What follows belongs to an exercise in optimizing a design on an open flow for small area, a short achievable clock period and few clock cycles; a production flow would make more cautious choices.
At most, simulation tests tie the RTL to the original design; equivalence was not proved.
Function not checked in run 6: the RTL went through the layout flow alone.

==> flow/design.v (outline; a module is shown in full before it is edited, if it fits) <==
// module pass_comparator: 213 lines
// module int_check: 10 lines
// module mod_step: 29 lines
// module crc64_step: 1583 lines
// module crc_x2: 3 lines
// module crc_xn2: 3 lines
module pass_comparator (
    input  wire        clk,
    input  wire        rst,
    input  wire        start,
    input  wire        coded,       
    input  wire [1:0]  trap,        
    input  wire [1:0]  trap_tag,    
    input  wire [7:0]  p_len,       
    input  wire [7:0]  k_len,       
    output wire        ready,
    output reg         rd_en,
    output wire [6:0]  rd_addr,
    input  wire [63:0] p_value,
    input  wire [19:0] p_lii,
    input  wire [1:0]  p_tag,
    input  wire [63:0] k_value,
    input  wire [19:0] k_lii,
    input  wire [1:0]  k_tag,
    output reg         done,
    output reg  [3:0]  verdict,
    output reg  [7:0]  word,
    output wire [63:0] sig
);
  // ...
==> flow/flow/run.sh <==
#!/bin/bash
# The standard layout (standard.sh, its synthesis unchanged), except that
# every input and output port is buffered by a plain buf_1 (repair may resize
# it) instead of the delay buffer buffer_ports picks by itself.
# Each step's full output goes to a log file of its own here.
set -euo pipefail
bash standard.sh synth > synth.log 2>&1
export BUFFER_PORTS_ARGS="-buffer_cell sky130_fd_sc_hd__buf_1"
bash standard.sh floorplan > floorplan.log 2>&1
bash standard.sh place > place.log 2>&1
bash standard.sh cts > cts.log 2>&1
bash standard.sh route > route.log 2>&1
bash standard.sh finish > finish.log 2>&1
==> flow/standard.sh <==
#!/bin/bash
# synth_recipe.tcl (not shown) runs the flow's synth.tcl, then flattens the netlist and writes it again
# the make line also repeats each setting of config.mk as NAME=value (left out here)
make -C /OpenROAD-flow-scripts/flow DESIGN_CONFIG=/design/flow/config.mk WORK_HOME=/design/flow/orfs CLKGATE_MAP_FILE= SYNTH_SCRIPT=/design/flow/synth_recipe.tcl "${@:-finish}"
==> flow/config.mk <==
export PLATFORM = sky130hd
export DESIGN_NAME = pass_comparator
export DESIGN_NICKNAME = pass_comparator
export VERILOG_FILES = /design/flow/design.v
export SDC_FILE = /design/flow/constraint.sdc
export NUM_CORES = 4
export LEC_CHECK = 0
export CAP_MARGIN = 20
export CORE_MARGIN = 2
export CORE_UTILIZATION = 40
export CTS_CLUSTER_DIAMETER = 100
export CTS_CLUSTER_SIZE = 20
export SLEW_MARGIN = 20
export SYNTH_HIERARCHICAL = 1
==> flow/constraint.sdc <==
create_clock -name core_clock -period 70.0 [get_ports {clk}]
set_input_delay 14.0000 -clock core_clock [delete_from_list [all_inputs] [get_ports {clk}]]
set_output_delay 14.0000 -clock core_clock [all_outputs]
set_load 0.01 [all_outputs]
==> metrics.md, run 1 <==
| Metric | Value |
|---|---|
| Post-Place Cell Area | `26000 um2` |
| Status | `no timing/DRC/antenna violations` |
| Most common cell after layout, fill and taps aside | `xor2_1` |
| Required @ worst endpoint | `56.00 ns` |
| Clk slew on worst S/H paths | `0.09 ns` |
| Fraction of area in registers | `17.9%` |
| Worst reg2reg startpoint | `mcnt[0]$_SDFF_PN0_` |
| Sequential area share after synthesis | `20.2%` |
| Gpl congestion | `1.05` |
| GRT busiest layer | `met2` |
| Slew margin rel. | `15.5%` |
| Met1 Use GR | `46.8%` |
| Comb_multi_in | `2361` |
| First-pass GRT wire length | `151000 um` |
| XOR/XNOR Fraction of Synth Area | `44.6%` |
| Startpoint types | `flip-flop` |
| Root Driver | `clkbuf_16` |
| Mean Syn Cell Area | `8.46 um2` |
| Inst Count DP | `3832` |
| WL met3 | `13900 um` |
| Site row count | `89` |
Testbench counts, summed over its fixed seeds: cycles 28,851.
==> run 2, diff against run 1 <==
--- a/flow/config.mk
+++ b/flow/config.mk
@@ -8,7 +8,5 @@
 export CAP_MARGIN = 20
 export CORE_MARGIN = 2
 export CORE_UTILIZATION = 40
-export CTS_CLUSTER_DIAMETER = 100
-export CTS_CLUSTER_SIZE = 20
 export SLEW_MARGIN = 20
 export SYNTH_HIERARCHICAL = 1
==> run 2 against run 1 <==
- synthesized cell count is the same
- still clean
- cell count grew 0.49%
- sequential share of layout area shrank 0.21 points
- wire length grew 0.24%
- via count grew 0.65%
- register-to-register slack is essentially flat
- clock skew shrank 0.0014 ns
==> metrics.md, run 2 <==
| Metric | Value |
|---|---|
| Most frequent cell after synthesis | `xor2_1` |
| Cells after Synth | `2794` |
| I/O Buffers | `281` |
| First-pass GRT wire length | `152000 um (+0.31%)` |
| Primary FF master, synth | `dfxtp_1` |
| Dominant cell type by area after synthesis | `xor2_1` |
| Top Registers | `k (64), ncrc (64), p (64)` |
| Largest net degree at the start of global routing | `51` |
| Num CTS Buffers | `30` |
| Final Setup Violations | `0` |
| CTS tree | `built` |
| Chip height | `247 um` |
| WP data arrival | `1.37 ns` |
| Fmax | `65.1 MHz` |
| Crit path cell chain | `buf_1` |
| RSZ-0062 raised after global routing | `no` |
| Root Driver | `clkbuf_16` |
| Hold_ws | `0.471 ns` |
| Clock Sinks | `233` |
| Cell area after synthesis | `23600 um2` |
| Most frequent cells in the layout | `xor2_1, buf_1, xnor2_1` |
| DRT Wirelength | `109000 um` |
| Most common cell after layout, fill and taps aside | `xor2_1` |
| Final Cycle Share | `22.0%` |
| CP Buf/Inv Count | `1` |
| Mapped Nets | `3038` |
| FF+latch count, synth | `233` |
| Post-Place Cell Area | `26000 um2 (unchanged)` |
| Max_cap viols | `0` |
| Initial core utilization | `40.3%` |
| Post-synth ARST share | `0%` |
| Synth top area cells | `xor2_1, dfxtp_1, xnor2_1` |
| Postcts setup bufs | `0` |
| Vias per inst | `5.84` |
| Slew margin rel. | `17.3% (+1.9 points)` |
| Post-DRT Antenna Nets | `0` |
| Sequential area share after synthesis | `20.2% (unchanged)` |
| Design Area, Final | `27000 um2` |
| Warnings, synthesis | `8` |
| DRC | `0` |
| Worst-skew pair later-pin latency | `0.60 ns` |
| Required @ worst endpoint | `56.00 ns (about the same)` |
| CP top delay family | `flip-flops` |
| Final Max Slew Viols | `0` |
| Mean Syn Cell Area | `8.46 um2 (unchanged)` |
| CP max-delay cell | `dfxtp_1` |
| Clock skew | `0.0302 ns` |
| HP Class | `reg -> reg` |
| I/O Pins | `282` |
| Initial DRC Count | `3524` |
| Final std cells w/o fill | `3885` |
| Post-synth top cells | `xor2_1, xnor2_1, dfxtp_1` |
| Status | `no timing/DRC/antenna violations` |
| Site row count | `89 (unchanged)` |
| Crit path kind | `reg -> out` |
| Clk slew on worst S/H paths | `0.06 ns (-0.03 ns)` |
| Crit Path Max Fanout | `11` |
| Final Hold Fails | `0` |
| Initial antenna violation count | `0` |
| Slew @ Worst Pin | `1.24 ns` |
| Ratio of cells with drive above 1 in the final layout | `7.13%` |
| Width of the chip | `247 um` |
| Area delta synth->final | `14.1%` |
| Post-CTS sizing | `0` |
| Crit path largest cell delay | `0.55 ns` |
| Clock Tree Buf Depth | `3` |
| Pre-CTS WS | `54.36 ns` |
| WP depth | `1` |
| DR WL/cell | `28.2 um` |
| Post-synth EDFFs | `12` |
| Startpoint types | `flip-flop` |
| Netlist cell types | `98` |
| Die Footprint | `61100 um2` |
| Inst Count DP | `3832 (unchanged)` |
| Vias post-DR | `22679` |
| Yosys top cell area share | `35.9%` |
| Gpl congestion | `1.05 (unchanged)` |
| Core ar. | `58700 um2` |
| Layout Nets | `3336` |
| Setup tns final | `0 ns` |
| Setup ws final | `54.63 ns` |
| Number of diodes | `0` |
| Detailed Routing Iterations Pass 1 | `10` |
| Hold Path Cell Cnt | `1` |
| Final min period | `15.37 ns` |
| Reg2reg path depth | `29` |
| CTS hold repair buffers | `0` |
| Number of global-route vias before repair | `21038` |
| Dpl hpwl | `83200 um` |
| Grt ovf | `0` |
| CP endpoint kind | `output port` |
| GRT Overall Usage | `34.6%` |
| H-Tree Depth | `1` |
## run 2: worst paths after layout
check	startpoint	end	slack (ns)
hold / removal	mcnt[0]$_SDFF_PN0_	mcnt[0]$_SDFF_PN0_	0.47
hold reg to reg	mcnt[0]$_SDFF_PN0_	mcnt[0]$_SDFF_PN0_	0.47
setup / recovery	a[3]$_SDFFE_PP0N_	rd_addr[3]	54.63
setup reg to reg	mcnt[0]$_SDFF_PN0_	verdict[1]$_DFFE_PP_	62.01
## run 2: final cells by class
class                   instances  area (um2)
multi-input cells            2361       18100
flip-flops and latches        233        4780
clock buffers                  38         822
repair buffers                391        1880
clock inverters                14         183
well taps                     773         967
fillers                      5870       31700
inverters                      75         282
## run 2: layer usage
layer	vias to the layer above	share of wire, %	track usage, %
li1	10084	-	-
met1	10671	41	46.8
met2	1569	42	51.4
met3	355	12	8.65
met4	0	5.4	15.5
met5	-	0	0
## run 2: cells by family (layout without fill, tap and decap cells)
group / after synthesis / after routing / synth area share, %
flops: 233 / 233 / 20.2
fa+ha+maj: 68 / 68 / 3.61
simple gates: 628 / 628 / 13.6
mux: 57 / 57 / 2.72
buf+inv: 200 / 518 / 3.64
compound gates: 409 / 409 / 11.6
xor+xnor: 1199 / 1199 / 44.6
## run 2: per-stage QoR
stage	util (%)
6_report	46.0
5_1_grt	46.0
4_1_cts	46.0
3_5_place_dp	44.2
3_3_place_gp	44.2
2_1_floorplan	-
## run 2: modules after synthesis (local to each module, per instance), a selection
module	copies in the design	flops+latches
crc_x2	818	0
crc_xn2	36	0
int_check	1	0
pass_comparator	1	233
mod_step	1	0
==> run 3, diff against run 2 <==
--- a/flow/config.mk
+++ b/flow/config.mk
@@ -5,8 +5,8 @@
 export SDC_FILE = /design/flow/constraint.sdc
 export NUM_CORES = 4
 export LEC_CHECK = 0
-export CAP_MARGIN = 20
+export CAP_MARGIN = 5
 export CORE_MARGIN = 2
 export CORE_UTILIZATION = 40
-export SLEW_MARGIN = 20
+export SLEW_MARGIN = 5
 export SYNTH_HIERARCHICAL = 1
==> run 3 against run 2 <==
- still clean on timing, DRC and antenna
- first-iteration DRC count grew 6.2%
- worst hold slack lost 0.0020 ns
- maximum frequency is essentially flat
- via count grew 0.82%
- clock skew grew 0.011 ns
- synthesized cell count is the same
- cell count is essentially flat
- flip-flop and latch count is the same
- global-route usage is essentially flat
- critical path depth is the same
- register-to-register slack lost 0.07 ns
- count of clock-buffer cells in the layout grew 1
- largest cell class unchanged
==> metrics.md, run 3 <==
| Metric | Value |
|---|---|
| Util after Layout | `45.8% (-0.22 points)` |
| Grt ovf | `0 (unchanged)` |
| CP Buf/Inv Count | `1 (unchanged)` |
| CP max-delay cell | `dfxtp_1` |
| Post-Place Cell Area | `26000 um2 (about the same)` |
| Chip height | `247 um (unchanged)` |
| Initial antenna violation count | `1 (+1)` |
| Clk slew on worst S/H paths | `0.06 ns (about the same)` |
| Mapped Nets | `3038 (unchanged)` |
| GRT Overall Usage | `34.6% (about the same)` |
| Required @ worst endpoint | `56.00 ns (about the same)` |
| DR WL/cell | `28.2 um (+0.19%)` |
| Num CTS Buffers | `28 (-6.7%)` |
| Post-synth ARST share | `0% (unchanged)` |
| Dpl hpwl | `83300 um (about the same)` |
| Clock Tree Buf Depth | `3 (unchanged)` |
| Final std cells w/o fill | `3882 (-0.077%)` |
| Post-synth top cells | `xor2_1, xnor2_1, dfxtp_1` |
| Warnings, synthesis | `8 (unchanged)` |
| Gpl congestion | `1.05 (unchanged)` |
| Clock Sinks | `233 (unchanged)` |
| Inst Count DP | `3832 (unchanged)` |
| Root Driver | `clkbuf_16` |
| Max_cap viols | `0 (unchanged)` |
| CTS tree | `built` |
| Detailed Routing Iterations Pass 1 | `13 (+3)` |
| Number of diodes | `0 (unchanged)` |
| Slew @ Worst Pin | `1.31 ns (+0.0742 ns)` |
| I/O Buffers | `281 (unchanged)` |
| DRT met1 WL | `44900 um (+0.23%)` |
| Fmax | `65.0 MHz (about the same)` |
| Final Setup Violations | `0 (unchanged)` |
| Hold_ws | `0.469 ns (-0.00196 ns)` |
| WP data arrival | `1.38 ns (about the same)` |
| Worst-skew pair later-pin latency | `0.60 ns (about the same)` |
| CP top delay family | `flip-flops` |
| DRC | `0 (unchanged)` |
| Crit Path Max Fanout | `11 (unchanged)` |
| Mean Syn Cell Area | `8.46 um2 (unchanged)` |
| RSZ-0062 raised after global routing | `no` |
| FF+latch count, synth | `233 (unchanged)` |
| Initial core utilization | `40.3% (unchanged)` |
| First-pass GRT wire length | `152000 um (+0.25%)` |
| Crit path cell chain | `buf_1` |
| Width of the chip | `247 um (unchanged)` |
| DRT Wirelength | `110000 um (+0.12%)` |
| CTS hold repair buffers | `0 (unchanged)` |
| Primary FF master, synth | `dfxtp_1` |
| Post-DRT Antenna Nets | `0 (unchanged)` |
| Post-CTS sizing | `0 (unchanged)` |
| Post-synth EDFFs | `12 (unchanged)` |
| CP endpoint kind | `output port` |
| Vias post-DR | `22864 (+0.82%)` |
| Site row count | `89 (unchanged)` |
| Ratio of cells with drive above 1 in the final layout | `6.98% (-0.15 points)` |
| Sequential area share after synthesis | `20.2% (unchanged)` |
| Cell area after synthesis | `23600 um2 (unchanged)` |
| Status | `no timing/DRC/antenna violations` |
| Synth top area cells | `xor2_1, dfxtp_1, xnor2_1` |
| Initial DRC Count | `3741 (+6.2%)` |
| Crit path kind | `reg -> out` |
| WL met3 | `13400 um (+1.7%)` |
| Slew margin rel. | `12.6% (-4.7 points)` |
| H-Tree Depth | `1 (unchanged)` |
| Dominant cell type by area after synthesis | `xor2_1` |
| Final Hold Fails | `0 (unchanged)` |
| Die Footprint | `61100 um2 (unchanged)` |
| Layout Nets | `3333 (-0.090%)` |
| Yosys top cell area share | `35.9% (unchanged)` |
| Most common cell after layout, fill and taps aside | `xor2_1` |
| Clock skew | `0.0408 ns (+0.0106 ns)` |
| Top Registers | `k (64), ncrc (64), p (64)` |
| Cells after Synth | `2794 (unchanged)` |
| Vias per inst | `5.89 (+0.89%)` |
| Netlist cell types | `98 (unchanged)` |
| FF+latch area | `4780 um2 (unchanged)` |
| I/O Pins | `282 (unchanged)` |
| Final Max Slew Viols | `0 (unchanged)` |
| Largest net degree at the start of global routing | `51 (unchanged)` |
| Most frequent cell after synthesis | `xor2_1` |
| Startpoint types | `flip-flop` |
| FILL cells | `5884 (+0.24%)` |
| Number of global-route vias before repair | `20966 (-0.34%)` |
| Multi-input logic area | `18000 um2 (about the same)` |
| Max layer used | `met5` |
| Crit path largest cell delay | `0.54 ns (about the same)` |
| HP Class | `reg -> reg` |
| Postcts setup bufs | `0 (unchanged)` |
| Area delta synth->final | `13.6%` |
| Setup ws final | `54.62 ns (-0.0121 ns)` |
| WL met2 | `45300 um (-0.46%)` |
| Core ar. | `58700 um2 (unchanged)` |
| Final Cycle Share | `22.0% (about the same)` |
| Pre-CTS WS | `54.38 ns (+0.0155 ns)` |
| Most frequent cells in the layout | `xor2_1, buf_1, xnor2_1` |
| Design Area, Final | `26900 um2 (-0.48%)` |
| Setup tns final | `0 ns (unchanged)` |
| Final min period | `15.38 ns (+0.0121 ns)` |
-- run 3: cell type report --
cell class | instances | area share (%)
inverters | 75 | 1.05
flip-flops and latches | 233 | 17.8
well taps | 773 | 3.60
multi-input cells | 2361 | 67.2
clock buffers | 39 | 3.03
repair buffers | 390 | 6.98
clock inverters | 11 | 0.317
-- run 3: kinds of logic (layout without fill, tap and decap cells) --
logic type / Yosys count / after routing / synth area share [%]
compound gates: 409 / 409 / 11.6
flops: 233 / 233 / 20.2
buf+inv: 200 / 515 / 3.64
xor+xnor: 1199 / 1199 / 44.6
fa+ha+maj: 68 / 68 / 3.61
simple gates: 628 / 628 / 13.6
mux: 57 / 57 / 2.72
-- run 3: final timing paths --
check                       start                    to  slack [ns]  depth (start not counted)
max             a[3]$_SDFFE_PP0N_            rd_addr[3]       54.62                          1
min          word[2]$_SDFFE_PP1P_  word[2]$_SDFFE_PP1P_        0.47                          1
min reg2reg  word[2]$_SDFFE_PP1P_  word[2]$_SDFFE_PP1P_        0.47                          1
max reg2reg    mcnt[1]$_SDFF_PN0_  verdict[1]$_DFFE_PP_       61.94                         29
-- run 3: Yosys stat by module, one instance, submodules excluded, a selection --
module | cells inside | flops+latches
pass_comparator | 1295 | 233
crc_xn2 | 1 | 0
mod_step | 63 | 0
int_check | 582 | 0
crc_x2 | 1 | 0
-- run 3: per-layer routing --
metal | GRT usage [%] | up-vias
met4 | 15.1 | 2
li1 | - | 10072
met3 | 8.64 | 359
met1 | 47.4 | 10769
met2 | 51.0 | 1662
met5 | 0 | -
==> run 4, diff against run 3 <==
--- a/flow/config.mk
+++ b/flow/config.mk
@@ -8,5 +8,7 @@
 export CAP_MARGIN = 5
 export CORE_MARGIN = 2
 export CORE_UTILIZATION = 40
+export CTS_CLUSTER_DIAMETER = 100
+export CTS_CLUSTER_SIZE = 20
 export SLEW_MARGIN = 5
 export SYNTH_HIERARCHICAL = 1
==> run 4 against run 3 <==
- maximum frequency decreased by 0.15%
- count of clock-buffer cells in the layout down 16
- critical path depth stayed put
- critical path type unchanged
- still clean on timing, DRC and antenna
- first-iteration DRC count fell by 0.99%
- synthesized cell count is the same
- utilization down 0.39 points
==> metrics.md, run 4 <==
| Metric | Value |
|---|---|
| Top Registers | `k (64), ncrc (64), p (64)` |
| WP data arrival | `1.40 ns (+0.02 ns)` |
| Slew @ Worst Pin | `1.25 ns (-0.0566 ns)` |
| Number of diodes | `0 (unchanged)` |
| Dominant cell type by area after synthesis | `xor2_1` |
| RSZ-0062 raised after global routing | `no` |
| Postcts setup bufs | `0 (unchanged)` |
| HP Start | `word[2]$_SDFFE_PP1P_` |
| Cells after Synth | `2794 (unchanged)` |
| GRT busiest layer | `met2` |
| Worst-skew pair later-pin latency | `0.57 ns (-0.03 ns)` |
| Grt ovf | `0 (unchanged)` |
| Detailed Routing Iterations Pass 1 | `12 (-1)` |
| Clock Sinks | `233 (unchanged)` |
| Post-CTS sizing | `0 (unchanged)` |
| Crit path kind | `reg -> out` |
| GRT Overall Usage | `34.5% (-0.13 points)` |
| Vias per inst | `5.86 (-0.48%)` |
| DRT Wirelength | `109000 um (-0.51%)` |
| Crit path to | `rd_addr[3]` |
| Startpoint types | `flip-flop` |
| Largest net degree at the start of global routing | `51 (unchanged)` |
| Initial DRC Count | `3704 (-0.99%)` |
| Final Setup Violations | `0 (unchanged)` |
| First-pass GRT wire length | `152000 um (-0.40%)` |
| Gpl congestion | `1.05 (unchanged)` |
| CTS hold repair buffers | `0 (unchanged)` |
| Reg2reg path depth | `29 (unchanged)` |
| Ratio of cells with drive above 1 in the final layout | `6.60% (-0.38 points)` |
| Status | `no timing/DRC/antenna violations` |
| Synth top area cells | `xor2_1, dfxtp_1, xnor2_1` |
| Die Footprint | `61100 um2 (unchanged)` |
| Setup tns final | `0 ns (unchanged)` |
| Dpl hpwl | `83300 um (unchanged)` |
| Initial core utilization | `40.3% (unchanged)` |
| Netlist cell types | `98 (unchanged)` |
| Mapped Nets | `3038 (unchanged)` |
| M2 GR Usage | `50.7% (-0.31 points)` |
| I/O Buffers | `281 (unchanged)` |
| Initial antenna violation count | `1 (unchanged)` |
| Root Driver | `clkbuf_16` |
| Most common cell after layout, fill and taps aside | `xor2_1` |
| Post-synth EDFFs | `12 (unchanged)` |
| DRC | `0 (unchanged)` |
| FF+latch count, synth | `233 (unchanged)` |
| Met1 Use GR | `47.1% (-0.30 points)` |
| Post-DRT Antenna Nets | `0 (unchanged)` |
| Final Max Slew Viols | `0 (unchanged)` |
| CP top delay family | `flip-flops` |
| Crit path cell chain | `buf_1` |
| Fmax | `64.9 MHz (-0.15%)` |
| Final Hold Fails | `0 (unchanged)` |
| Final Cycle Share | `22.0% (+0.033 points)` |
| Most frequent cells in the layout | `xor2_1, buf_1, xnor2_1` |
| CTS tree | `built` |
| Chip height | `247 um (unchanged)` |
| Cell area after synthesis | `23600 um2 (unchanged)` |
| Site row count | `89 (unchanged)` |
| Mean Syn Cell Area | `8.46 um2 (unchanged)` |
| Vias post-DR | `22660 (-0.89%)` |
| Most frequent cell after synthesis | `xor2_1` |
| Clock Tree Buf Depth | `3 (unchanged)` |
| HP Class | `reg -> reg` |
| Area delta synth->final | `12.6%` |
| Met3 usage | `9.08% (+0.44 points)` |
| Flop-to-flop setup slack | `62.04 ns (+0.10 ns)` |
| Number of global-route vias before repair | `20833 (-0.63%)` |
| Required @ worst endpoint | `56.00 ns (about the same)` |
| Yosys top cell area share | `35.9% (unchanged)` |
| Util after Layout | `45.4% (-0.39 points)` |
| Clock skew | `0.0204 ns (-0.0204 ns)` |
| Hold_ws | `0.475 ns (+0.00546 ns)` |
| CP max-delay cell | `dfxtp_1` |
| Clk slew on worst S/H paths | `0.08 ns (+0.02 ns)` |
| Post-synth ARST share | `0% (unchanged)` |
| DR WL/cell | `28.2 um (about the same)` |
| Crit path largest cell delay | `0.56 ns (+0.02 ns)` |
| Sequential area share after synthesis | `20.2% (unchanged)` |
| Crit Path Max Fanout | `11 (unchanged)` |
| Slew margin rel. | `16.1% (+3.5 points)` |
| CP startpoint | `a[3]$_SDFFE_PP0N_` |
| Layout Nets | `3325 (-0.24%)` |
| CP Buf/Inv Count | `1 (unchanged)` |
| Reg2reg end | `verdict[1]$_DFFE_PP_` |
| Primary FF master, synth | `dfxtp_1` |
| Warnings, synthesis | `8 (unchanged)` |
| Pre-CTS WS | `54.38 ns (unchanged)` |
| CP endpoint kind | `output port` |
| Width of the chip | `247 um (unchanged)` |
| Worst reg2reg startpoint | `mcnt[0]$_SDFF_PN0_` |
| Num CTS Buffers | `20 (-29%)` |
| Final min period | `15.40 ns (+0.0229 ns)` |
| WP depth | `1 (unchanged)` |
| Setup ws final | `54.60 ns (-0.0229 ns)` |
| H-Tree Depth | `1 (unchanged)` |
| Core ar. | `58700 um2 (unchanged)` |
| I/O Pins | `282 (unchanged)` |
| Post-synth top cells | `xor2_1, xnor2_1, dfxtp_1` |
| Max_cap viols | `0 (unchanged)` |
run 4: cells by family (layout without fill, tap and decap cells):
group                    Yosys count  count (layout)  share of synthesized area (%)
AO/OA/AOI/OAI                    409             409                           11.6
multiplexers                      57              57                           2.72
XOR/XNOR                        1199            1199                           44.6
adder cells (fa/ha/maj)           68              68                           3.61
buffers and inverters            200             499                           3.64
flip-flops                       233             233                           20.2
AND/OR/NAND/NOR                  628             628                           13.6
run 4: through the flow:
step	std cells	cell area, um2
2_1_floorplan	2794	23600
3_3_place_gp	3832	26000
3_5_place_dp	3832	26000
4_1_cts	3866	26600
5_1_grt	3866	26600
6_report	3866	26600
run 4: worst min path at each step:
stage | cells after the start | to
detailed placement | 1 | word[2]$_SDFFE_PP1P_
global placement | 1 | mcnt[0]$_SDFF_PN0_
finish | 1 | word[2]$_SDFFE_PP1P_
global route | 1 | word[3]$_SDFFE_PP1P_
floorplan | 1 | mcnt[0]$_SDFF_PN0_
CTS | 1 | word[2]$_SDFFE_PP1P_
run 4: modules after synthesis, one instance, submodules excluded, a selection:
| module | copies in the design | area, um2 | cells |
|---|---|---|---|
| int_check | 1 | 3810 | 582 |
| crc_xn2 | 36 | 8.76 | 1 |
| mod_step | 1 | 558 | 63 |
| crc_x2 | 818 | 8.76 | 1 |
| pass_comparator | 1 | 11800 | 1295 |
run 4: layer usage:
layer	vias up	routed length, um
met3	334	13300
met2	1568	44900
met1	10686	45100
li1	10070	-
met4	2	5710
met5	-	9
run 4: layout make-up:
type	instances	area [um2]
Clock buffer	23	522
Fill cell	5891	32100
Sequential cell	233	4780
Tap cell	773	967
Timing Repair Buffer	390	1870
Inverter	75	282
Clock inverter	11	149
Multi-Input combinational cell	2361	18000
==> run 5, diff against run 4 <==
==> flow/config.mk (replaced) <==
export PLATFORM = sky130hd
export DESIGN_NAME = pass_comparator
export DESIGN_NICKNAME = pass_comparator
export VERILOG_FILES = /design/flow/design.v
export SDC_FILE = /design/flow/constraint.sdc
export NUM_CORES = 4
export LEC_CHECK = 0
export CAP_MARGIN = 0
export CORE_MARGIN = 2
export CORE_UTILIZATION = 40
export CTS_CLUSTER_DIAMETER = 130
export CTS_CLUSTER_SIZE = 28
export SLEW_MARGIN = 0
export SYNTH_HIERARCHICAL = 1
==> run 5 against run 4 <==
- worst hold slack improved by 0.0058 ns
- clock skew up 0.028 ns
- via count decreased by 0.28%
- critical endpoint unchanged
- first-iteration DRC count decreased by 3.6%
- flip-flop and latch count unchanged
- setup slack better by 0.027 ns
- still clean on timing, DRC and antenna
==> metrics.md, run 5 <==
| Metric | Value |
|---|---|
| Clk slew on worst S/H paths | `0.10 ns (+0.02 ns)` |
| Width of the chip | `247 um (unchanged)` |
| Setup tns final | `0 ns (unchanged)` |
| Final Setup Violations | `0 (unchanged)` |
| RSZ-0062 raised after global routing | `no` |
| Initial DRC Count | `3570 (-3.6%)` |
| DRT Wirelength | `109000 um (+0.21%)` |
| FF+latch count, synth | `233 (unchanged)` |
| H-Tree Depth | `1 (unchanged)` |
| CP max-delay cell | `dfxtp_1` |
| Max_cap viols | `0 (unchanged)` |
| I/O Buffers | `281 (unchanged)` |
| HP Class | `reg -> reg` |
| Clock Tree Buf Depth | `3 (unchanged)` |
| CP top delay family | `flip-flops` |
| Largest family of logic cells by synthesized area | `XOR/XNOR gates` |
| DRC | `0 (unchanged)` |
| Post-synth EDFFs | `12 (unchanged)` |
| XOR/XNOR Fraction of Synth Area | `44.6% (unchanged)` |
| Most common cell after layout, fill and taps aside | `xor2_1` |
| Detailed Routing Iterations Pass 1 | `10 (-2)` |
| Clock Sinks | `233 (unchanged)` |
| Warnings, synthesis | `8 (unchanged)` |
| Clock skew | `0.0481 ns (+0.0277 ns)` |
| Final Hold Fails | `0 (unchanged)` |
| Ratio of cells with drive above 1 in the final layout | `6.23% (-0.36 points)` |
| Fmax | `65.0 MHz (+0.17%)` |
| Status | `no timing/DRC/antenna violations` |
| Die Footprint | `61100 um2 (unchanged)` |
| Final Cycle Share | `22.0% (-0.038 points)` |
| Netlist cell types | `98 (unchanged)` |
| CP Buf/Inv Count | `1 (unchanged)` |
| Multiplexer area fraction after synthesis | `2.72% (unchanged)` |
| Startpoint types | `flip-flop` |
| Post-CTS sizing | `0 (unchanged)` |
| Dpl hpwl | `83300 um (unchanged)` |
| CP endpoint kind | `output port` |
| Vias per inst | `5.86 (about the same)` |
| Primary FF master, synth | `dfxtp_1` |
| Post-synth top cells | `xor2_1, xnor2_1, dfxtp_1` |
| Final Max Slew Viols | `0 (unchanged)` |
| Post-DRT Antenna Nets | `0 (unchanged)` |
| Initial antenna violation count | `0 (-1)` |
| Mapped Nets | `3038 (unchanged)` |
| GRT Overall Usage | `34.5% (about the same)` |
| Core ar. | `58700 um2 (unchanged)` |
| Number of diodes | `0 (unchanged)` |
| Sequential area share after synthesis | `20.2% (unchanged)` |
| Initial core utilization | `40.3% (unchanged)` |
| CTS tree | `built` |
| I/O Pins | `282 (unchanged)` |
| Cells after Synth | `2794 (unchanged)` |
| Postcts setup bufs | `0 (unchanged)` |
| Most frequent cells in the layout | `xor2_1, buf_1, xnor2_1` |
| Yosys top cell area share | `35.9% (unchanged)` |
| Crit path cell chain | `buf_1` |
| DR WL/cell | `28.4 um (+0.54%)` |
| Crit path largest cell delay | `0.57 ns (about the same)` |
| Dominant cell type by area after synthesis | `xor2_1` |
| Required @ worst endpoint | `56.00 ns (about the same)` |
| First-pass GRT wire length | `152000 um (about the same)` |
| CTS hold repair buffers | `0 (unchanged)` |
| Most frequent cell after synthesis | `xor2_1` |
| Root Driver | `clkbuf_16` |
| Final min period | `15.38 ns (-0.0267 ns)` |
| Slew @ Worst Pin | `1.31 ns (+0.0559 ns)` |
| WP data arrival | `1.38 ns (-0.02 ns)` |
| Slew margin rel. | `12.4% (-3.7 points)` |
| FILL cells | `5908 (+0.29%)` |
| Post-Synth Adder-Cell Area | `3.61% (unchanged)` |
| Area delta synth->final | `11.8%` |
| Synth top area cells | `xor2_1, dfxtp_1, xnor2_1` |
| Post-synthesis compound-gate area fraction | `11.6% (unchanged)` |
| Number of global-route vias before repair | `20789 (-0.21%)` |
| Layout Nets | `3319 (-0.18%)` |
| Mean Syn Cell Area | `8.46 um2 (unchanged)` |
| Chip height | `247 um (unchanged)` |
| Post-Synth Simple-Gate Area | `13.6% (unchanged)` |
| Num CTS Buffers | `14 (-30%)` |
| Cell area after synthesis | `23600 um2 (unchanged)` |
| Grt ovf | `0 (unchanged)` |
| Gpl congestion | `1.05 (unchanged)` |
| Vias post-DR | `22596 (-0.28%)` |
| Crit path kind | `reg -> out` |
| Post-synth ARST share | `0% (unchanged)` |
| Top Registers | `k (64), ncrc (64), p (64)` |
| Worst-skew pair later-pin latency | `0.56 ns (about the same)` |
| Site row count | `89 (unchanged)` |
| Crit Path Max Fanout | `11 (unchanged)` |
| Largest net degree at the start of global routing | `51 (unchanged)` |
[run 5: cell types whose count changed in the layout (fill, tap and decap cells not counted)]
cell,change
clkbuf_1,-1
clkbuf_16,-5
clkbuf_8,-1
clkinv_16,+1
clkinv_2,-1
clkinv_8,-4
inv_4,-1
inv_8,-1
[run 5: modules after synthesis, one instance, submodules excluded, excerpt]
module	cell area, um2	cells
pass_comparator	11800	1295
mod_step	558	63
crc_x2	8.76	1
crc_xn2	8.76	1
int_check	3810	582
[run 5: area by class of cell]
class / instances / area (um2) / share of cell area, %
inverters: 75 / 282 / 1.07
well taps: 773 / 967 / 3.66
clock buffers: 16 / 379 / 1.43
multi-input cells: 2361 / 18000 / 68.3
flip-flops and latches: 233 / 4780 / 18.1
clock inverters: 5 / 91.3 / 0.346
repair buffers: 390 / 1870 / 7.09
[run 5: routing by layer]
metal / vias to the layer above / share of wire (%) / GRT usage [%]
met1: 10646 / 41 / 47.6
met5: - / 0 / 0
met2: 1599 / 41 / 51.0
met4: 0 / 4.9 / 14.2
met3: 307 / 12 / 8.29
li1: 10044 / - / -
[run 5: stage by stage]
step / std cells / hold WS (ns) / instance area [um2] / util (%) / worst slack (ns)
floorplan: 2794 / 0.430 / 23600 / - / 54.87
global placement: 3832 / 0.453 / 26000 / 44.2 / 54.45
detailed placement: 3832 / 0.461 / 26000 / 44.2 / 54.38
CTS: 3853 / 0.487 / 26400 / 45.0 / 54.61
global route: 3853 / 0.513 / 26400 / 45.0 / 54.54
finish: 3853 / 0.480 / 26400 / 45.0 / 54.62
[run 5: logic make-up (layout without fill, tap and decap cells)]
logic type      Yosys count  count (layout)
buf+inv                 200             486
mux                      57              57
fa+ha+maj                68              68
flops                   233             233
xor+xnor               1199            1199
simple gates            628             628
compound gates          409             409
[run 5: path summary, 6_finish.rpt]
| check | startpoint | endpoint | slack, ns | cells past startpoint |
|---|---|---|---|---|
| max | a[3]$_SDFFE_PP0N_ | rd_addr[3] | 54.62 | 1 |
| min | word[2]$_SDFFE_PP1P_ | word[2]$_SDFFE_PP1P_ | 0.48 | 1 |
| max reg2reg | mcnt[1]$_SDFF_PN0_ | verdict[1]$_DFFE_PP_ | 62.04 | 29 |
| min reg2reg | word[2]$_SDFFE_PP1P_ | word[2]$_SDFFE_PP1P_ | 0.48 | 1 |
==> module pass_comparator, before the edit <==
module pass_comparator (
    input  wire        clk,
    input  wire        rst,
    input  wire        start,
    input  wire        coded,       
    input  wire [1:0]  trap,        
    input  wire [1:0]  trap_tag,    
    input  wire [7:0]  p_len,       
    input  wire [7:0]  k_len,       
    output wire        ready,
    output reg         rd_en,
    output wire [6:0]  rd_addr,
    input  wire [63:0] p_value,
    input  wire [19:0] p_lii,
    input  wire [1:0]  p_tag,
    input  wire [63:0] k_value,
    input  wire [19:0] k_lii,
    input  wire [1:0]  k_tag,
    output reg         done,
    output reg  [3:0]  verdict,
    output reg  [7:0]  word,
    output wire [63:0] sig
);
    localparam [1:0] TAG_BITS = 2'd0, TAG_INT = 2'd1, TAG_REAL64 = 2'd2, TAG_REAL32 = 2'd3;
    localparam [3:0] V_PASS       = 4'h0,
                     V_VALUE      = 4'h1,
                     V_CODE       = 4'h2,
                     V_INT_RANGE  = 4'h3,
                     V_REAL_RANGE = 4'h4,
                     V_REAL_NAN   = 4'h5,
                     V_LENGTH     = 4'h6,
                     V_INDEX      = 4'h7,
                     V_CODE_TRAP  = 4'h8,
                     V_RESIDUE    = 4'h9;
    reg         idle;         
    reg         md;           
    reg  [4:0]  mcnt;         
    reg  [6:0]  a;            
    reg  [6:0]  n;            
    reg         chk_valid;    
    reg         cv2;          
    reg         full;         
    reg  [63:0] ncrc;         
    reg  [63:0] p;
    reg  [63:0] k;
    reg  [1:0]  tag;
    reg         idx_bad;      
    assign ready   = idle;
    assign rd_addr = a;
    assign sig     = ncrc;
    wire busy = !idle;
    wire        is_int  = (tag == TAG_INT);
    wire        is_real = tag[1];
    wire        is64    = !tag[0];                   
    wire [10:0] e64     = p[62:52];
    wire [7:0]  e32     = p[30:23];
    wire        e64z    = (e64 == 11'd0);
    wire        e32z    = (e32 == 8'd0);
    wire        e64m    = &e64;
    wire        e32m    = &e32;
    wire [4:0] lead = is64 ? p[51:47] : p[22:18];
    wire       sub  = is_real && (is64 ? e64z : e32z);
    wire       sh1  = lead[4];
    wire       sh2  = !lead[4] && lead[3];
    wire       sh3  = !lead[4] && !lead[3] && lead[2];
    wire       sh4  = !lead[4] && !lead[3] && !lead[2] && lead[1];
    wire       sh5  = !lead[4] && !lead[3] && !lead[2] && !lead[1];
    wire [2:0] esub = {sh1 | sh2, sh3 | sh4, sh1 | sh3 | (sh5 & lead[0])};
    wire [51:0] psh = ({52{sh1}} & {p[50:0], 1'b0}) | ({52{sh2}} & {p[49:0], 2'b0})
                    | ({52{sh3}} & {p[48:0], 3'b0}) | ({52{sh4}} & {p[47:0], 4'b0})
                    | ({52{sh5}} & {p[46:0], 5'b0});
    wire        sub_hi = sub && is64;
    wire [63:0] ps = {p[63:52],
                      sub_hi ? psh[51:23] : p[51:23],
                      sub    ? psh[22:0]  : p[22:0]};
    wire [63:0] e  = k ^ ps;
    wire [10:0] x64 = e64m ? e64 : (e64z ? {8'd0, esub} : e64 + 11'd5);
    wire [7:0]  x32 = e32m ? e32 : (e32z ? {5'd0, esub} : e32 + 8'd5);
    wire ok_bits = &e;
    wire ok_r64  = e[63] && !(|e[51:0]) && (k[62:52] == x64);
    wire ok_r32  = !(|e[63:32]) && e[31] && !(|e[22:0]) && (k[30:23] == x32);
    wire int_eq;
    int_check u_int (.p(p), .k(k), .e(e), .eq(int_eq));
    wire val_ok = (tag == TAG_BITS) ? ok_bits :
                  is_int            ? int_eq :
                  is64              ? ok_r64 : ok_r32;
    wire int_oor  = !((p[63:47] == 17'd0) || ((&p[63:47]) && (p[46:0] != 47'd0)));
    wire p64_nan  = e64m && (p[51:0] != 52'd0);
    wire k64_nan  = (&k[62:52]) && (k[51:0] != 52'd0);
    wire p64_over = !e64m && (e64 >= 11'd2042);
    wire p32_nan  = e32m && (p[22:0] != 23'd0);
    wire k32_nan  = (&k[30:23]) && (k[22:0] != 23'd0);
    wire p32_over = (!e32m && (e32 >= 8'd250)) || (p[63:32] != 32'd0);
    wire r_nan    = is64 ? (p64_nan || k64_nan) : (p32_nan || k32_nan);
    wire r_over   = is64 ? p64_over : p32_over;
    reg [3:0] wv;          
    always @* begin
        wv = V_PASS;
        if (idx_bad)                    wv = V_INDEX;
        else if (is_int) begin
            if (int_oor)                wv = V_INT_RANGE;
            else if (!int_eq)           wv = V_CODE;
        end else if (is_real) begin
            if (r_nan)                  wv = V_REAL_NAN;
            else if (r_over)            wv = V_REAL_RANGE;
            else if (!val_ok)           wv = V_VALUE;
        end else if (!val_ok)           wv = V_VALUE;
    end
    wire [63:0] crc_next;
    crc64_step u_crc (.c(ncrc), .v(p), .n(crc_next));
    wire [16:0] r = ncrc[16:0];         
    reg  [3:0]  chunk;
    always @* begin
        case (mcnt[3:0])
            4'd2:  chunk = k[63:60];
            4'd3:  chunk = k[59:56];
            4'd4:  chunk = k[55:52];
            4'd5:  chunk = k[51:48];
            4'd6:  chunk = k[47:44];
            4'd7:  chunk = k[43:40];
            4'd8:  chunk = k[39:36];
            4'd9:  chunk = k[35:32];
            4'd10: chunk = k[31:28];
            4'd11: chunk = k[27:24];
            4'd12: chunk = k[23:20];
            4'd13: chunk = k[19:16];
            4'd14: chunk = k[15:12];
            4'd15: chunk = k[11:8];
            4'd0:  chunk = k[7:4];
            default: chunk = k[3:0];
        endcase
    end
    wire [16:0] mz;
    wire        k_code;
    mod_step u_mod (.c(chunk), .k63(k[63]), .r(r), .mz(mz), .k_code(k_code));
    wire [16:0] r_next = (mcnt[4:1] != 4'd0) ? mz : 17'd0;
    wire imm    = (trap != 2'd0) || (coded && p_len != k_len) || (p_len == 8'd0);
    wire run    = busy && !md;
    wire cf     = run && cv2 && full;             
    wire last   = run && cv2 && !chk_valid;       
    wire bad    = (wv != V_PASS);
    wire to_md  = cf && (wv == V_CODE);
    wire fail   = cf && bad && !to_md;
    wire md_end = md && (mcnt == 5'd17);
    wire [6:0] am2 = a - 7'd2;
    reg [3:0] v_start;
    always @* begin
        case (trap)
            2'd1:    v_start = V_CODE_TRAP;
            2'd2:    v_start = (trap_tag == TAG_INT) ? V_INT_RANGE : V_REAL_RANGE;
            2'd3:    v_start = V_RESIDUE;
            default: v_start = (coded && p_len != k_len) ? V_LENGTH : V_PASS;
        endcase
    end
    always @(posedge clk) begin
        p       <= p_value;
        k       <= k_value;
        tag     <= p_tag;
        idx_bad <= (p_lii != k_lii) || (p_tag != k_tag);
        ncrc    <= md ? {~crc_next[63:17], r_next} :
                   (cv2 && busy) ? ~crc_next : 64'd0;
        mcnt    <= md ? mcnt + 5'd1 : 5'd0;
        if (idle) begin
            n       <= p_len[6:0];
            full    <= coded;
            a       <= 7'd0;
            verdict <= v_start;
            word    <= 8'hFF;
        end else if (md) begin
            if (md_end) begin
                verdict <= k_code ? V_VALUE : V_CODE;
                word    <= {1'b0, a};
            end
        end else begin
            a <= to_md ? am2 : a + 7'd1;
            if (fail) begin
                verdict <= wv;
                word    <= {1'b0, am2};
            end else if (last) begin
                verdict <= V_PASS;
                word    <= 8'hFF;
            end
        end
    end
    always @(posedge clk) begin
        if (rst) begin
            idle      <= 1'b1;
            md        <= 1'b0;
            rd_en     <= 1'b0;
            chk_valid <= 1'b0;
            cv2       <= 1'b0;
            done      <= 1'b0;
        end else begin
            chk_valid <= rd_en && !md;
            cv2       <= chk_valid && busy && !md;
            if (idle) begin
                done  <= start && imm;
                idle  <= !start || imm;
                rd_en <= start && !imm;
            end else if (md) begin
                done  <= md_end;
                idle  <= md_end;
                md    <= !md_end;
                rd_en <= 1'b0;
            end else begin
                done  <= fail || (last && !to_md);
                idle  <= fail || (last && !to_md);
                md    <= to_md;
                rd_en <= to_md || (rd_en && (a + 7'd1 != n) && !fail && !last);
            end
        end
    end
endmodule
==> module mod_step, before the edit <==
module mod_step (input wire [3:0] c, input wire k63, input wire [16:0] r,
                 output wire [16:0] mz, output wire k_code);
    wire [4:0] h = r[16:12];
    reg  [7:0] f;                                    
    always @* begin
        case (h)
            5'd0:  f = 8'd0;    5'd1:  f = 8'd15;   5'd2:  f = 8'd30;   5'd3:  f = 8'd45;
            5'd4:  f = 8'd60;   5'd5:  f = 8'd75;   5'd6:  f = 8'd90;   5'd7:  f = 8'd105;
            5'd8:  f = 8'd120;  5'd9:  f = 8'd135;  5'd10: f = 8'd150;  5'd11: f = 8'd165;
            5'd12: f = 8'd180;  5'd13: f = 8'd195;  5'd14: f = 8'd210;  5'd15: f = 8'd225;
            default: f = 8'd240;
        endcase
    end
    wire [15:0] x  = {r[11:0], c};
    wire [16:0] cy;
    assign cy[0] = 1'b0;
    genvar i;
    generate for (i = 0; i < 16; i = i + 1) begin : g
        if (i < 8) begin : fa
            assign mz[i]   = x[i] ^ f[i] ^ cy[i];
            assign cy[i+1] = (x[i] & f[i]) | (cy[i] & (x[i] | f[i]));
        end else begin : ha
            assign mz[i]   = x[i] ^ cy[i];
            assign cy[i+1] = x[i] & cy[i];
        end
    end endgenerate
    assign mz[16] = cy[16];
    assign k_code = k63 ? (mz == 17'd50625) : (mz == 17'd0 || mz == 17'd65521);
endmodule
==> run 6, diff against run 5 <==
--- a/flow/design.v
+++ b/flow/design.v
@@ -49,91 +49,28 @@
     assign rd_addr = a;
     assign sig     = ncrc;
     wire busy = !idle;
-    wire        is_int  = (tag == TAG_INT);
-    wire        is_real = tag[1];
-    wire        is64    = !tag[0];                   
-    wire [10:0] e64     = p[62:52];
-    wire [7:0]  e32     = p[30:23];
-    wire        e64z    = (e64 == 11'd0);
-    wire        e32z    = (e32 == 8'd0);
-    wire        e64m    = &e64;
-    wire        e32m    = &e32;
-    wire [4:0] lead = is64 ? p[51:47] : p[22:18];
-    wire       sub  = is_real && (is64 ? e64z : e32z);
-    wire       sh1  = lead[4];
-    wire       sh2  = !lead[4] && lead[3];
-    wire       sh3  = !lead[4] && !lead[3] && lead[2];
-    wire       sh4  = !lead[4] && !lead[3] && !lead[2] && lead[1];
-    wire       sh5  = !lead[4] && !lead[3] && !lead[2] && !lead[1];
-    wire [2:0] esub = {sh1 | sh2, sh3 | sh4, sh1 | sh3 | (sh5 & lead[0])};
-    wire [51:0] psh = ({52{sh1}} & {p[50:0], 1'b0}) | ({52{sh2}} & {p[49:0], 2'b0})
-                    | ({52{sh3}} & {p[48:0], 3'b0}) | ({52{sh4}} & {p[47:0], 4'b0})
-                    | ({52{sh5}} & {p[46:0], 5'b0});
-    wire        sub_hi = sub && is64;
-    wire [63:0] ps = {p[63:52],
-                      sub_hi ? psh[51:23] : p[51:23],
-                      sub    ? psh[22:0]  : p[22:0]};
-    wire [63:0] e  = k ^ ps;
-    wire [10:0] x64 = e64m ? e64 : (e64z ? {8'd0, esub} : e64 + 11'd5);
-    wire [7:0]  x32 = e32m ? e32 : (e32z ? {5'd0, esub} : e32 + 8'd5);
-    wire ok_bits = &e;
-    wire ok_r64  = e[63] && !(|e[51:0]) && (k[62:52] == x64);
-    wire ok_r32  = !(|e[63:32]) && e[31] && !(|e[22:0]) && (k[30:23] == x32);
-    wire int_eq;
-    int_check u_int (.p(p), .k(k), .e(e), .eq(int_eq));
-    wire val_ok = (tag == TAG_BITS) ? ok_bits :
-                  is_int            ? int_eq :
-                  is64              ? ok_r64 : ok_r32;
-    wire int_oor  = !((p[63:47] == 17'd0) || ((&p[63:47]) && (p[46:0] != 47'd0)));
-    wire p64_nan  = e64m && (p[51:0] != 52'd0);
-    wire k64_nan  = (&k[62:52]) && (k[51:0] != 52'd0);
-    wire p64_over = !e64m && (e64 >= 11'd2042);
-    wire p32_nan  = e32m && (p[22:0] != 23'd0);
-    wire k32_nan  = (&k[30:23]) && (k[22:0] != 23'd0);
-    wire p32_over = (!e32m && (e32 >= 8'd250)) || (p[63:32] != 32'd0);
-    wire r_nan    = is64 ? (p64_nan || k64_nan) : (p32_nan || k32_nan);
-    wire r_over   = is64 ? p64_over : p32_over;
-    reg [3:0] wv;          
-    always @* begin
-        wv = V_PASS;
-        if (idx_bad)                    wv = V_INDEX;
-        else if (is_int) begin
-            if (int_oor)                wv = V_INT_RANGE;
-            else if (!int_eq)           wv = V_CODE;
-        end else if (is_real) begin
-            if (r_nan)                  wv = V_REAL_NAN;
-            else if (r_over)            wv = V_REAL_RANGE;
-            else if (!val_ok)           wv = V_VALUE;
-        end else if (!val_ok)           wv = V_VALUE;
-    end
+    wire [3:0] wv;         
+    word_check u_chk (.p(p), .k(k), .tag(tag), .idx_bad(idx_bad), .wv(wv));
     wire [63:0] crc_next;
     crc64_step u_crc (.c(ncrc), .v(p), .n(crc_next));
     wire [16:0] r = ncrc[16:0];         
-    reg  [3:0]  chunk;
+    reg  [7:0]  chunk;
     always @* begin
-        case (mcnt[3:0])
-            4'd2:  chunk = k[63:60];
-            4'd3:  chunk = k[59:56];
-            4'd4:  chunk = k[55:52];
-            4'd5:  chunk = k[51:48];
-            4'd6:  chunk = k[47:44];
-            4'd7:  chunk = k[43:40];
-            4'd8:  chunk = k[39:36];
-            4'd9:  chunk = k[35:32];
-            4'd10: chunk = k[31:28];
-            4'd11: chunk = k[27:24];
-            4'd12: chunk = k[23:20];
-            4'd13: chunk = k[19:16];
-            4'd14: chunk = k[15:12];
-            4'd15: chunk = k[11:8];
-            4'd0:  chunk = k[7:4];
-            default: chunk = k[3:0];
+        case (mcnt[2:0])
+            3'd2:    chunk = k[63:56];
+            3'd3:    chunk = k[55:48];
+            3'd4:    chunk = k[47:40];
+            3'd5:    chunk = k[39:32];
+            3'd6:    chunk = k[31:24];
+            3'd7:    chunk = k[23:16];
+            3'd0:    chunk = k[15:8];
+            default: chunk = k[7:0];
         endcase
     end
     wire [16:0] mz;
     wire        k_code;
     mod_step u_mod (.c(chunk), .k63(k[63]), .r(r), .mz(mz), .k_code(k_code));
-    wire [16:0] r_next = (mcnt[4:1] != 4'd0) ? mz : 17'd0;
+    wire [16:0] r_next = (mcnt[3:1] != 3'd0) ? mz : 17'd0;
     wire imm    = (trap != 2'd0) || (coded && p_len != k_len) || (p_len == 8'd0);
     wire run    = busy && !md;
     wire cf     = run && cv2 && full;             
@@ -141,7 +78,7 @@
     wire bad    = (wv != V_PASS);
     wire to_md  = cf && (wv == V_CODE);
     wire fail   = cf && bad && !to_md;
-    wire md_end = md && (mcnt == 5'd17);
+    wire md_end = md && (mcnt == 5'd9);
     wire [6:0] am2 = a - 7'd2;
     reg [3:0] v_start;
     always @* begin
@@ -211,6 +148,73 @@
         end
     end
 endmodule
+module word_check (input wire [63:0] p, input wire [63:0] k, input wire [1:0] tag,
+                   input wire idx_bad, output reg [3:0] wv);
+    localparam [1:0] TAG_BITS = 2'd0, TAG_INT = 2'd1, TAG_REAL64 = 2'd2, TAG_REAL32 = 2'd3;
+    localparam [3:0] V_PASS       = 4'h0,
+                     V_VALUE      = 4'h1,
+                     V_CODE       = 4'h2,
+                     V_INT_RANGE  = 4'h3,
+                     V_REAL_RANGE = 4'h4,
+                     V_REAL_NAN   = 4'h5,
+                     V_INDEX      = 4'h7;
+    wire        is_int  = (tag == TAG_INT);
+    wire        is_real = tag[1];
+    wire        is64    = !tag[0];                   
+    wire [10:0] e64     = p[62:52];
+    wire [7:0]  e32     = p[30:23];
+    wire        e64z    = (e64 == 11'd0);
+    wire        e32z    = (e32 == 8'd0);
+    wire        e64m    = &e64;
+    wire        e32m    = &e32;
+    wire [4:0] lead = is64 ? p[51:47] : p[22:18];
+    wire       sub  = is_real && (is64 ? e64z : e32z);
+    wire       sh1  = lead[4];
+    wire       sh2  = !lead[4] && lead[3];
+    wire       sh3  = !lead[4] && !lead[3] && lead[2];
+    wire       sh4  = !lead[4] && !lead[3] && !lead[2] && lead[1];
+    wire       sh5  = !lead[4] && !lead[3] && !lead[2] && !lead[1];
+    wire [2:0] esub = {sh1 | sh2, sh3 | sh4, sh1 | sh3 | (sh5 & lead[0])};
+    wire [51:0] psh = ({52{sh1}} & {p[50:0], 1'b0}) | ({52{sh2}} & {p[49:0], 2'b0})
+                    | ({52{sh3}} & {p[48:0], 3'b0}) | ({52{sh4}} & {p[47:0], 4'b0})
+                    | ({52{sh5}} & {p[46:0], 5'b0});
+    wire        sub_hi = sub && is64;
+    wire [63:0] ps = {p[63:52],
+                      sub_hi ? psh[51:23] : p[51:23],
+                      sub    ? psh[22:0]  : p[22:0]};
+    wire [63:0] e  = k ^ ps;
+    wire [10:0] x64 = e64m ? e64 : (e64z ? {8'd0, esub} : e64 + 11'd5);
+    wire [7:0]  x32 = e32m ? e32 : (e32z ? {5'd0, esub} : e32 + 8'd5);
+    wire ok_bits = &e;
+    wire ok_r64  = e[63] && !(|e[51:0]) && (k[62:52] == x64);
+    wire ok_r32  = !(|e[63:32]) && e[31] && !(|e[22:0]) && (k[30:23] == x32);
+    wire int_eq;
+    int_check u_int (.p(p), .k(k), .e(e), .eq(int_eq));
+    wire val_ok = (tag == TAG_BITS) ? ok_bits :
+                  is_int            ? int_eq :
+                  is64              ? ok_r64 : ok_r32;
+    wire int_oor  = !((p[63:47] == 17'd0) || ((&p[63:47]) && (p[46:0] != 47'd0)));
+    wire p64_nan  = e64m && (p[51:0] != 52'd0);
+    wire k64_nan  = (&k[62:52]) && (k[51:0] != 52'd0);
+    wire p64_over = !e64m && (e64 >= 11'd2042);
+    wire p32_nan  = e32m && (p[22:0] != 23'd0);
+    wire k32_nan  = (&k[30:23]) && (k[22:0] != 23'd0);
+    wire p32_over = (!e32m && (e32 >= 8'd250)) || (p[63:32] != 32'd0);
+    wire r_nan    = is64 ? (p64_nan || k64_nan) : (p32_nan || k32_nan);
+    wire r_over   = is64 ? p64_over : p32_over;
+    always @* begin
+        wv = V_PASS;
+        if (idx_bad)                    wv = V_INDEX;
+        else if (is_int) begin
+            if (int_oor)                wv = V_INT_RANGE;
+            else if (!int_eq)           wv = V_CODE;
+        end else if (is_real) begin
+            if (r_nan)                  wv = V_REAL_NAN;
+            else if (r_over)            wv = V_REAL_RANGE;
+            else if (!val_ok)           wv = V_VALUE;
+        end else if (!val_ok)           wv = V_VALUE;
+    end
+endmodule
 module int_check (input wire [63:0] p, input wire [63:0] k, input wire [63:0] e, output wire eq);
     wire [63:0] q   = {p[59:0], 4'd0};
     wire [63:0] ia  = ~(e ^ q);
@@ -221,33 +225,32 @@
     wire [63:0] icy = {(it[62:0] & ~ic[62:0]) | (~it[62:0] & ia[62:0]), 1'b0};
     assign eq = (is == icy);
 endmodule
-module mod_step (input wire [3:0] c, input wire k63, input wire [16:0] r,
+module mod_step (input wire [7:0] c, input wire k63, input wire [16:0] r,
                  output wire [16:0] mz, output wire k_code);
-    wire [4:0] h = r[16:12];
-    reg  [7:0] f;                                    
-    always @* begin
-        case (h)
-            5'd0:  f = 8'd0;    5'd1:  f = 8'd15;   5'd2:  f = 8'd30;   5'd3:  f = 8'd45;
-            5'd4:  f = 8'd60;   5'd5:  f = 8'd75;   5'd6:  f = 8'd90;   5'd7:  f = 8'd105;
-            5'd8:  f = 8'd120;  5'd9:  f = 8'd135;  5'd10: f = 8'd150;  5'd11: f = 8'd165;
-            5'd12: f = 8'd180;  5'd13: f = 8'd195;  5'd14: f = 8'd210;  5'd15: f = 8'd225;
-            default: f = 8'd240;
-        endcase
-    end
-    wire [15:0] x  = {r[11:0], c};
-    wire [16:0] cy;
-    assign cy[0] = 1'b0;
+    wire [8:0]  h  = r[16:8];
+    wire [12:0] ha = {h, 4'd0};
+    wire [12:0] hb = ~{4'd0, h};
+    wire [12:0] f;
+    wire [13:0] cf;
+    assign cf[0] = 1'b1;
+    wire [15:0] x  = {r[7:0], c};
+    wire [16:0] cx;
+    assign cx[0] = 1'b0;
     genvar i;
-    generate for (i = 0; i < 16; i = i + 1) begin : g
-        if (i < 8) begin : fa
-            assign mz[i]   = x[i] ^ f[i] ^ cy[i];
-            assign cy[i+1] = (x[i] & f[i]) | (cy[i] & (x[i] | f[i]));
+    generate for (i = 0; i < 13; i = i + 1) begin : gf
+        assign f[i]    = ha[i] ^ hb[i] ^ cf[i];
+        assign cf[i+1] = (ha[i] & hb[i]) | (cf[i] & (ha[i] | hb[i]));
+    end endgenerate
+    generate for (i = 0; i < 16; i = i + 1) begin : gx
+        if (i < 13) begin : fa
+            assign mz[i]   = x[i] ^ f[i] ^ cx[i];
+            assign cx[i+1] = (x[i] & f[i]) | (cx[i] & (x[i] | f[i]));
         end else begin : ha
-            assign mz[i]   = x[i] ^ cy[i];
-            assign cy[i+1] = x[i] & cy[i];
+            assign mz[i]   = x[i] ^ cx[i];
+            assign cx[i+1] = x[i] & cx[i];
         end
     end endgenerate
-    assign mz[16] = cy[16];
+    assign mz[16] = cx[16];
     assign k_code = k63 ? (mz == 17'd50625) : (mz == 17'd0 || mz == 17'd65521);
 endmodule
 module crc64_step (input wire [63:0] c, input wire [63:0] v, output wire [63:0] n);
==> flow/config.mk (replaced) <==
export PLATFORM = sky130hd
export DESIGN_NAME = pass_comparator
export DESIGN_NICKNAME = pass_comparator
export VERILOG_FILES = /design/flow/design.v
export SDC_FILE = /design/flow/constraint.sdc
export NUM_CORES = 4
export LEC_CHECK = 0
export CAP_MARGIN = 20
export CORE_MARGIN = 2
export CORE_UTILIZATION = 40
export SLEW_MARGIN = 20
export SYNTH_HIERARCHICAL = 1
==> run 6 against run 5 <==
- still clean
- global-route usage increased by 0.67 points
- die area increased by 1.8%
- non-clock buffer count increased by 17
- critical path type unchanged
- critical endpoint unchanged
==> metrics.md, run 6 <==
| Metric | Value |
|---|---|
| Status | `no timing/DRC/antenna violations` |
| Cells after Synth | `2870 (+2.7%)` |
| Dpl hpwl | `88600 um (+6.4%)` |
| Final min period | `15.47 ns (+0.0930 ns)` |
| Most common cell after layout, fill and taps aside | `xor2_1` |
| DR WL/cell | `28.6 um (+0.81%)` |
| Width of the chip | `249 um (+0.91%)` |
| Crit path cell chain | `buf_1` |
| Vias post-DR | `22503 (-0.41%)` |
| First-pass GRT wire length | `158000 um (+4.2%)` |
| Area delta synth->final | `13.6%` |
| Slew @ Worst Pin | `1.33 ns (+0.0236 ns)` |
| XOR/XNOR Fraction of Synth Area | `43.8% (-0.75 points)` |
| Worst reg2reg startpoint | `mcnt[2]$_SDFF_PN0_` |
| WP depth | `1 (unchanged)` |
| Cell area after synthesis | `24100 um2 (+1.9%)` |
| Clock Tree Buf Depth | `3 (unchanged)` |
| Post-DRT Antenna Nets | `0 (unchanged)` |
| Die Footprint | `62200 um2 (+1.8%)` |
| Post-synth top cells | `xor2_1, dfxtp_1, nor2_1` |
| Root Driver | `clkbuf_16` |
| Clock Sinks | `233 (unchanged)` |
| Reg2reg end | `verdict[1]$_DFFE_PP_` |
| Fmax | `64.6 MHz (-0.60%)` |
| RSZ-0062 raised after global routing | `no` |
| Vias per inst | `5.68 (-3.1%)` |
| H-Tree Depth | `1 (unchanged)` |
| Post-Synth Adder-Cell Area | `4.32% (+0.71 points)` |
| CTS hold repair buffers | `0 (unchanged)` |
| Clk slew on worst S/H paths | `0.07 ns (-0.03 ns)` |
| HP Class | `reg -> reg` |
| DRT Wirelength | `113000 um (+3.6%)` |
| Crit path to | `rd_addr[3]` |
| Sequential area share after synthesis | `19.9% (-0.37 points)` |
| Warnings, synthesis | `8 (unchanged)` |
| CP startpoint | `a[3]$_SDFFE_PP0N_` |
| Crit path kind | `reg -> out` |
| Postcts setup bufs | `0 (unchanged)` |
| Ratio of cells with drive above 1 in the final layout | `7.60% (+1.4 points)` |
| Post-CTS sizing | `0 (unchanged)` |
| Largest net degree at the start of global routing | `55 (+7.8%)` |
| Primary FF master, synth | `dfxtp_1` |
| Mean Syn Cell Area | `8.39 um2 (-0.84%)` |
| Final Cycle Share | `22.1% (+0.13 points)` |
| Pre-CTS WS | `54.58 ns (+0.204 ns)` |
| Synth top area cells | `xor2_1, dfxtp_1, xnor2_1` |
| Most frequent cells in the layout | `xor2_1, buf_1, dfxtp_1` |
| Final std cells w/o fill | `3959 (+2.8%)` |
| Setup tns final | `0 ns (unchanged)` |
| Crit Path Max Fanout | `11 (unchanged)` |
| Most frequent cell after synthesis | `xor2_1` |
| CTS tree | `built` |
| Netlist cell types | `95 (-3.1%)` |
| CP top delay family | `flip-flops` |
| Final Max Slew Viols | `0 (unchanged)` |
| CP Buf/Inv Count | `1 (unchanged)` |
| Top Registers | `k (64), ncrc (64), p (64)` |
| CP endpoint kind | `output port` |
| Hold Path Cell Cnt | `2 (+1)` |
| Startpoint types | `flip-flop` |
| Setup ws final | `54.53 ns (-0.0930 ns)` |
| Initial antenna violation count | `3 (+3)` |
| Post-Synth Simple-Gate Area | `13.4% (-0.22 points)` |
| Post-synth ARST share | `0% (unchanged)` |
| Initial DRC Count | `2693 (-25%)` |
| Max_cap viols | `0 (unchanged)` |
| Crit path largest cell delay | `0.64 ns (+0.07 ns)` |
| FF+latch count, synth | `233 (unchanged)` |
| GRT Overall Usage | `35.2% (+0.67 points)` |
| Inst Count DP | `3909 (+2.0%)` |
| Final Setup Violations | `0 (unchanged)` |
| Site row count | `89 (unchanged)` |
| Num CTS Buffers | `27 (+13)` |
| DRC | `0 (unchanged)` |
| I/O Buffers | `281 (unchanged)` |
| Post-synth EDFFs | `12 (unchanged)` |
| Layout Nets | `3418 (+3.0%)` |
| Worst-skew pair later-pin latency | `0.62 ns (+0.06 ns)` |
| Dominant cell type by area after synthesis | `xor2_1` |
| Final Hold Fails | `0 (unchanged)` |
| WP data arrival | `1.47 ns (+0.09 ns)` |
| Number of global-route vias before repair | `21378 (+2.8%)` |
| Mapped Nets | `3123 (+2.8%)` |
| CP max-delay cell | `dfxtp_1` |
| Required @ worst endpoint | `56.00 ns (about the same)` |
| Grt ovf | `0 (unchanged)` |
| Reg2reg path depth | `32 (+10%)` |
| Chip height | `249 um (+0.91%)` |
| Flop-to-flop setup slack | `60.51 ns (-1.53 ns)` |
| Largest family of logic cells by synthesized area | `XOR/XNOR gates` |
| Core ar. | `59200 um2 (+0.95%)` |
| HP Start | `word[7]$_SDFFE_PP1P_` |
| Initial core utilization | `40.6% (+0.36 points)` |
| Detailed Routing Iterations Pass 1 | `10 (unchanged)` |
| Yosys top cell area share | `36.1% (+0.14 points)` |
| Gpl congestion | `1.06 (+0.67%)` |
| I/O Pins | `282 (unchanged)` |
| Slew margin rel. | `10.3% (-2.1 points)` |
| Multiplexer area fraction after synthesis | `3.22% (+0.50 points)` |
| Post-synthesis compound-gate area fraction | `10.9% (-0.68 points)` |
| Clock skew | `0.0331 ns (-0.0150 ns)` |
## run 6: changes by cell type in the layout (fill, tap and decap cells not counted), sizes merged, moves of 21 or more
cell,delta
inv,+32
nand2,+38
a21oi,-27
a221oi,+22
xor2,+22
xnor2,-21
mux2i,+22
## run 6: per-layer routing
metal  share of wire [%]  vias up  global-route usage [%]
met1                  41    10569                    44.9
met2                  43     1344                    54.3
met3                 8.1      351                    5.64
li1                    -    10239                       -
met4                 8.2        0                    24.1
met5                   0        -                       0
## run 6: worst min-delay path by stage
stage | end | slack [ns]
floorplan | mcnt[0]$_SDFF_PN0_ | 0.43
global placement | word[7]$_SDFFE_PP1P_ | 0.44
detailed placement | word[7]$_SDFFE_PP1P_ | 0.45
CTS | word[7]$_SDFFE_PP1P_ | 0.46
global route | word[4]$_SDFFE_PP1P_ | 0.48
finish | word[7]$_SDFFE_PP1P_ | 0.46
## run 6: logic make-up (layout without fill, tap and decap cells)
logic type / count (synthesis) / count (layout)
compound gates: 387 / 387
buf+inv: 241 / 556
mux: 73 / 73
fa+ha+maj: 77 / 77
xor+xnor: 1200 / 1200
flops: 233 / 233
simple gates: 658 / 658
other cells: 1 / 2
## run 6: metrics by stage
stage / cell area [um2] / utilization (%) / hold slack, ns
floorplan: 24100 / - / 0.429
global placement: 26400 / 44.6 / 0.437
detailed placement: 26400 / 44.6 / 0.447
CTS: 27300 / 46.1 / 0.456
global route: 27300 / 46.2 / 0.483
finish: 27300 / 46.2 / 0.460
## run 6: cell type report
type,instances,area [um2]
Tap cell,773,967
Clock buffer,33,708
Clock inverter,16,199
Fill cell,6003,31900
Multi-Input combinational cell,2396,18300
Inverter,100,375
Timing Repair Buffer,407,2000
Antenna cell,1,2.50
Sequential cell,233,4780
## run 6: worst min-delay path, delay by kind of cell (launching register included)
| family | cells | cell delay (ns) |
|---|---|---|
| AND/OR/NAND/NOR | 2 | 0.11 |
| flip-flops | 1 | 0.32 |
## run 6: modules after synthesis (local to each module, per instance), excerpt
module,times used,cells inside
crc_x2,818,1
crc_xn2,36,1
int_check,1,582
mod_step,1,85
pass_comparator,1,607
word_check,1,742

-- port drivers added, routing unchanged --
Ports are ideal in the flow. The routed layouts listed here were re-timed in OpenROAD. Step 1 assumes that a clkbuf_16 drives the clock port and a buf_2 every other input. Step 2 adds t to the input delays and takes it off the output delays; t is the mean of the earliest and latest rising clock arrival at the registers after step 1. Input paths then give back, and output paths get back, about the clock's delay inside the block. a / b / c = no drivers / after step 1 / after step 2; a / b = the first two.
| run | shift t [ns] | setup slack, ns | worst hold slack (ns) | pins driven straight from the clock port |
|---|---|---|---|---|
| run 1 | 0.639 | 54.601 / 54.539 / 54.335 | 0.479 / 0.479 / 0.479 | 1 |
| run 2 | 0.648 | 54.632 / 54.570 / 54.322 | 0.471 / 0.471 / 0.471 | 1 |
| run 3 | 0.643 | 54.620 / 54.555 / 54.350 | 0.469 / 0.469 / 0.469 | 1 |
| run 4 | 0.629 | 54.597 / 54.533 / 54.318 | 0.475 / 0.475 / 0.475 | 1 |
| run 5 | 0.600 | 54.624 / 54.564 / 54.386 | 0.480 / 0.480 / 0.480 | 1 |
| run 6 | 0.669 | 54.531 / 54.465 / 54.554 | 0.460 / 0.460 / 0.460 | 1 |
After both steps setup and hold are still met in every run listed. The setup slack of run 2, which loses most, moves by -0.062 ns with the drivers and by -0.310 ns with both steps.
